What follows belongs to an exercise in optimizing a design on an open flow for small area and a short achievable clock period; a production flow would make more cautious choices. The RTL was checked by simulation tests, not by an equivalence proof against the original design. Power is estimated from default activity; no workload was simulated.

== the previous run ==
// ksc_fslot
module ksc_fslot (
    input             clk,
    input             rst,
    input             in_valid,
    input      [4:0]  op,
    input      [31:0] a,
    input      [31:0] b,
    input      [31:0] c,
    output reg        out_valid,
    output reg [31:0] res
);
    localparam [31:0] ONE  = 32'h3F80_0000;
    localparam [31:0] NEG0 = 32'h8000_0000;
    localparam [31:0] M32  = 32'hCF80_0000;    
    wire i_x10  = op[1] ^ op[0];                                   
    wire i_fma  = ~op[4] & ((~op[3] & ~op[2]) | (op[3] & i_x10));  
    wire i_cvt  = op[4] & op[3];
    wire i_f2i  = i_cvt & (op[2] | op[1]);
    wire i_i2f  = i_cvt & ~op[2] & ~op[1];
    wire i_addb = ~op[4] & ~op[3] & ~op[2] & ~op[1];               
    wire i_mulb = ~op[4] & ((~op[3] & ~op[2] & op[1]) | (op[3] & i_x10));    
    wire i_is1  = i_addb & op[0];
    wire i_is2  = ~op[4] & ~op[3] & ~op[2] & op[1];                
    wire i_selb = ~op[3] & (op[4] | op[2] | ~op[1]);               
    wire i_selc = ~op[4] & op[3];                                  
    wire i_m32  = i_i2f & ~op[0] & a[31];
    wire [31:0] yi = ({32{i_mulb}} & b) | ({32{i_addb}} & ONE);
    wire [31:0] zi = ({32{i_selb}} & {b[31] ^ i_is1, b[30:0]})
                   | ({32{i_selc}} & c)
                   | ({32{i_f2i}}  & a)
                   | ({32{i_m32}}  & M32)
                   | {i_is2, 31'd0};
    reg        v0, fma0, f2i0, i2f0;
    reg [4:0]  op0;
    reg [31:0] x0, y0, z0;
    always @(posedge clk) begin
        if (rst) v0 <= 1'b0;
        else     v0 <= in_valid;
        op0  <= op;
        fma0 <= i_fma;
        f2i0 <= i_f2i;
        i2f0 <= i_i2f;
        x0   <= {a[31] ^ (~op[4] & (op[3:0] == 4'd10)), a[30:0]};
        y0   <= yi;
        z0   <= zi;
    end
    wire [31:0] mres;
    fs_misc u_misc (.op(op0), .a(x0), .b(z0), .r(mres));
    wire [31:0] V = fma0 ? 32'd0 : mres;
    wire        sx = x0[31], sy = y0[31], sz = z0[31];
    wire [7:0]  ex = x0[30:23], ey = y0[30:23], ez = z0[30:23];
    wire x_nan  = (&ex) &  (|x0[22:0]);
    wire y_nan  = (&ey) &  (|y0[22:0]);
    wire z_nan  = (&ez) &  (|z0[22:0]);
    wire x_inf  = (&ex) & ~(|x0[22:0]);
    wire y_inf  = (&ey) & ~(|y0[22:0]);
    wire z_inf  = (&ez) & ~(|z0[22:0]);
    wire x_zero = ~(|x0[30:0]);
    wire y_zero = ~(|y0[30:0]);
    wire z_zero = ~(|z0[30:0]);
  ...
clock: 36.0 ns
lec_check: 0
cap_margin: 20
core_margin: 2
core_utilization: 40
cts_cluster_diameter: 150
cts_cluster_size: 20
place_density: 0.6
slew_margin: 20
standard.sh (not shown) runs the stock make flow with config.mk's settings and CLKGATE_MAP_FILE= SYNTH_SCRIPT=/design/flow/synth_recipe.tcl, a recipe that flattens the netlist after the stock synthesis.
==> flow/flow/run.sh <==
#!/bin/bash
# The standard layout with two changes:
#  - buf_2 cells as the port buffers instead of the default delay-cell
#    buffers (faster and smaller);
#  - after the standard synthesis, flow/polarity.py removes inverters next to
#    the full adders (a full adder of complemented inputs gives complemented
#    outputs), then the standard flow goes on from that netlist.
# Each step's full output goes to its own log in this folder.
set -euo pipefail
export BUFFER_PORTS_ARGS="-buffer_cell sky130_fd_sc_hd__buf_2"
R="$PWD/orfs/results/sky130hd/ksc_fslot/base"
bash standard.sh "$R/1_2_yosys.v" > standard_synth.log 2>&1
cp "$R/1_2_yosys.v" "$R/1_2_yosys.standard.v"
python3 flow/polarity.py "$R/1_2_yosys.standard.v" "$R/1_2_yosys.v" > polarity.log 2>&1
bash standard.sh > standard.log 2>&1
Other scripts of this flow, unchanged in this note and not shown: flow/flow/polarity.py
What the current run does differently from the previous run at the input level:
--- a/flow/design.v
+++ b/flow/design.v
@@ -2804,26 +2804,25 @@
         sub1   <= eff_sub;
         sp1    <= sp;
         spc1   <= ~fma0 ? 2'b00 : is_nan ? 2'b01 : is_inf ? {1'b1, inf_s} : 2'b00;
         zn1    <= fma0 & p_zero & z_zero & sp & sz;
         f2i1   <= f2i0;
         trunc1 <= op0[0];
         kd1    <= (fma0 | i2f0) ? 3'b000 : (f2i0 & clamp) ? {1'b1, ckind} : 3'b001;
     end
     wire        finc = ~trunc1 & A1[2] & (A1[3] | A1[1] | A1[0]);
-    wire [78:0] xw   = {28'd0, P1, 3'd0} ^ {79{sub1}};
-    wire [78:0] aw   = f2i1 ? {2'b00, A1[76:3], {3{~sub1}}} : {2'b00, A1};
-    wire        co, use1, inv, neg;
+    wire [78:0] bop  = sub1 ? ~{2'b00, A1} : {2'b00, A1};
+    wire [78:0] bopf = f2i1 ? {bop[78:3], 3'b111} : bop;
+    wire        co, use1, neg;
     wire [77:0] R;
-    fs_cvt u_add (.x(aw), .y(xw), .u(use1), .v(inv), .r(R), .co(co));
-    assign use1 = f2i1 ? finc : (sub1 & co);
-    assign inv  = f2i1 ? sub1 : (sub1 & ~co);
-    assign neg  = ~f2i1 & sub1 & co;
+    fs_cvt u_add (.x({28'd0, P1, 3'd0}), .y(bopf), .u(use1), .v(neg), .r(R), .co(co));
+    assign use1 = f2i1 ? (sub1 ^ finc) : (sub1 & co);
+    assign neg  = ~f2i1 & sub1 & ~co;
     wire [6:0] lz;
     fs_lzc #(.LW(7)) u_lz (.d({R, 50'd0}), .n(lz), .z());
     reg        v2;
     reg [77:0] R2;
     reg [6:0]  lz2;
     reg [8:0]  slim2;
     reg        sb2, zn2;
     reg [1:0]  spc2;
     reg [2:0]  kd2;
## What came out
Having completed the whole flow, the current run delivered a layout that passed the timing, DRC and antenna checks. [the current run] wire length on met2 rose about 3.2% relative to the previous run. Global routing usage on met2 in the current run is 2.8 points higher than in the previous run. Delta (the current run minus the previous run): number of standard-cell rows in the floorplan now sits lower, sequential power fell 5.1%, cell area after synthesis decreased 0.99%, clock-buffer cell count +1. Looking at startpoint of the most critical setup path, the res[19]$_DFF_P_ result is from the previous run; the res[25]$_DFF_P_ one comes from the current run. Detailed route, the current run vs the previous run: via total higher for the current run. Delta (the current run minus the previous run): actual transition at the worst max-transition pin picked up an extra 0.079 ns; HPWL after detailed placement picked up an extra 5500 µm. Comparing the current run and the previous run, the lower proportion of power drawn by the clock network was measured on the previous run. On global-route wire length before repair: between the current run and the previous run, it ends up higher for the current run. Diff the previous run -> the current run: die area decreased by 0.98% relative to the old numbers; antenna diode instance count decreased by 1 relative to the old numbers.

## v6
ksc_fslot, a different RTL version from the one above (not shown whole).
Size in the first run: roughly 5100 cells after synthesis, ~140 I/O pins, about 0.043 sq mm of cells after synthesis.
==> flow/config.mk <==
export PLATFORM = sky130hd
export DESIGN_NAME = ksc_fslot
export DESIGN_NICKNAME = ksc_fslot
export VERILOG_FILES = /design/flow/design.v
export SDC_FILE = /design/flow/constraint.sdc
export NUM_CORES = 4
export LEC_CHECK = 0
export CAP_MARGIN = 20
export CORE_MARGIN = 2
export CORE_UTILIZATION = 40
export CTS_CLUSTER_DIAMETER = 150
export CTS_CLUSTER_SIZE = 20
export PLACE_DENSITY = 0.6
export SLEW_MARGIN = 20
==> flow/constraint.sdc <==
create_clock -name core_clock -period 36.0 [get_ports {clk}]
set_input_delay 7.2000 -clock core_clock [delete_from_list [all_inputs] [get_ports {clk}]]
set_output_delay 7.2000 -clock core_clock [all_outputs]
set_load 0.01 [all_outputs]
Scripts as last shown in full above: flow/flow/run.sh
Other scripts of this flow, unchanged in this note and not shown: flow/flow/polarity.py
Inputs modified between v6 and v7:
--- a/flow/design.v
+++ b/flow/design.v
@@ -2788,32 +2788,28 @@
     wire       clamp  = f_nan | (to_sgn ? (ez >= 8'd158) : (sz | (ez >= 8'd159)));
     wire [1:0] ckind  = f_nan ? 2'd0 : to_sgn ? (sz ? 2'd2 : 2'd3) : (sz ? 2'd0 : 2'd1);
     reg        v1;
     reg [47:0] P1;
     reg [76:0] A1;
     reg [8:0]  slim1;
-    reg        sub1, sp1, nan1, inf1, infs1, bz1, bzs1, raw1, f2i1, trunc1, cl1;
-    reg [1:0]  ck1;
+    reg        sub1, sp1, zn1, f2i1, trunc1;
+    reg [1:0]  spc1;
+    reg [2:0]  kd1;
     always @(posedge clk) begin
         if (rst) v1 <= 1'b0;
         else     v1 <= v0;
         P1     <= P;
         A1     <= A;
         slim1  <= slim;
         sub1   <= eff_sub;
         sp1    <= sp;
-        nan1   <= fma0 & is_nan;
-        inf1   <= fma0 & is_inf;
-        infs1  <= inf_s;
-        bz1    <= fma0 & p_zero & z_zero;
-        bzs1   <= sp & sz;
-        raw1   <= ~fma0 & ~i2f0;
+        spc1   <= ~fma0 ? 2'b00 : is_nan ? 2'b01 : is_inf ? {1'b1, inf_s} : 2'b00;
+        zn1    <= fma0 & p_zero & z_zero & sp & sz;
         f2i1   <= f2i0;
         trunc1 <= op0[0];
-        cl1    <= f2i0 & clamp;
-        ck1    <= ckind;
+        kd1    <= (fma0 | i2f0) ? 3'b000 : (f2i0 & clamp) ? {1'b1, ckind} : 3'b001;
     end
     wire        finc = ~trunc1 & A1[2] & (A1[3] | A1[1] | A1[0]);
     wire [78:0] bop  = sub1 ? ~{2'b00, A1} : {2'b00, A1};
     wire [78:0] bopf = f2i1 ? {bop[78:3], 3'b111} : bop;
     wire        co, use1, neg;
     wire [77:0] R;
@@ -2825,30 +2821,26 @@
     fs_lzc #(.LW(7)) u_lz (.d({R, 50'd0}), .n(lz), .z(rz));
     reg        v2;
     reg [77:0] R2;
     reg [6:0]  lz2;
     reg        rz2;
     reg [8:0]  slim2;
-    reg        sb2, nan2, inf2, infs2, bz2, bzs2, raw2, cl2;
-    reg [1:0]  ck2;
+    reg        sb2, zn2;
+    reg [1:0]  spc2;
+    reg [2:0]  kd2;
     always @(posedge clk) begin
         if (rst) v2 <= 1'b0;
         else     v2 <= v1;
         R2    <= R;
         lz2   <= lz;
         rz2   <= rz;
         slim2 <= slim1;
         sb2   <= sp1 ^ neg;
-        nan2  <= nan1;
-        inf2  <= inf1;
-        infs2 <= infs1;
-        bz2   <= bz1;
-        bzs2  <= bzs1;
-        raw2  <= raw1;
-        cl2   <= cl1;
-        ck2   <= ck1;
+        spc2  <= spc1;
+        zn2   <= zn1;
+        kd2   <= kd1;
     end
     wire        hid  = {2'b00, lz2} <= slim2;            
     wire [6:0]  s    = hid ? lz2 : slim2[6:0];
     wire [77:0] n6   = s[6] ? {R2[13:0], 64'd0} : R2;
     wire [77:0] n5   = s[5] ? {n6[45:0], 32'd0} : n6;
     wire [77:0] n4   = s[4] ? {n5[61:0], 16'd0} : n5;
@@ -2861,27 +2853,27 @@
     wire [22:0] man  = N[76:54];
     wire        g    = N[53];
     wire [9:0]  e1   = {1'b0, slim2} + 10'd1 - {3'd0, lz2};    
     wire        ovf  = hid & (e1 >= 10'd255);
     wire        rinc = g & (st | man[0]);
     wire [30:0] pk   = {hid ? e1[7:0] : 8'd0, man} + {30'd0, rinc};
-    wire [31:0] fres = nan2 ? 32'h7FC0_0000 :
-                       inf2 ? {infs2, 31'h7F80_0000} :
-                       rz2  ? {bz2 & bzs2, 31'd0} :
+    wire [31:0] fres = spc2[1] ? {spc2[0], 31'h7F80_0000} :
+                       spc2[0] ? 32'h7FC0_0000 :
+                       rz2     ? {zn2, 31'd0} :
                        ovf  ? {sb2, 31'h7F80_0000} :
                               {sb2, pk};
     reg  [31:0] kval;
     always @* begin
-        case (ck2)
+        case (kd2[1:0])
             2'd0:    kval = 32'h0000_0000;
             2'd1:    kval = 32'hFFFF_FFFF;
             2'd2:    kval = 32'h8000_0000;
             default: kval = 32'h7FFF_FFFF;
         endcase
     end
-    wire [31:0] rres = cl2 ? kval : R2[34:3];
+    wire [31:0] rres = kd2[2] ? kval : R2[34:3];
     always @(posedge clk) begin
         if (rst) out_valid <= 1'b0;
         else     out_valid <= v2;
-        res <= raw2 ? rres : fres;
+        res <= (kd2 != 3'b000) ? rres : fres;
     end
 endmodule
Findings:
- Higher clock transition at the registers of the reported paths among v7 and v6: v6
- Average wire per cell in the routed design ends up lower on v7.
- v7 vs v6 — clock-buffer cell count rose 1.
- Looking at number of nets in the final layout across v7 and v6, the one that comes out higher is v7.
- On utilization after layout, v7 and v6 are neck and neck.
- Setup clock skew after layout (higher): v6
- Between v7 and v6, the difference in hold slack is negligible.
- Diff v6 -> v7 | wire length | down slightly
- Compared v6 against v7; die area within noise.
- Between v6 and v7, placed instance count increased.
- The lower fraction of met1 tracks used by global routing came out of v6.

==> what the ideal ports hide <==
The results above use ideal ports. As a check the final layouts listed here were re-extracted and re-timed, cells and wires unchanged.
Step 1 (the two cells are an assumption about what drives the block):
set clk [get_ports {clk}]
set_driving_cell -lib_cell sky130_fd_sc_hd__clkbuf_16 $clk
set_driving_cell -lib_cell sky130_fd_sc_hd__buf_2 [delete_from_list [all_inputs] $clk]
Step 2 also shifts input and output timing later by t, the mid clock arrival at the registers, as if the neighbouring blocks saw the same clock.
a / b / c = no drivers / after step 1 / after step 2; a / b = the first two.
run	shift t [ns]	slack for setup (ns)	worst setup path at the end
the previous run	0.639	27.787 / 27.728 / 27.328	input to register
the current run	0.702	27.709 / 27.637 / 27.271	input to register
v6	0.690	27.638 / 27.562 / 27.136	input to register
v7	0.684	27.515 / 27.562 / 26.877	input to register
After both steps setup and hold are still met in every run listed. For v7, which loses most, drivers alone change the setup slack by +0.047 ns; drivers and shift together by -0.638 ns.
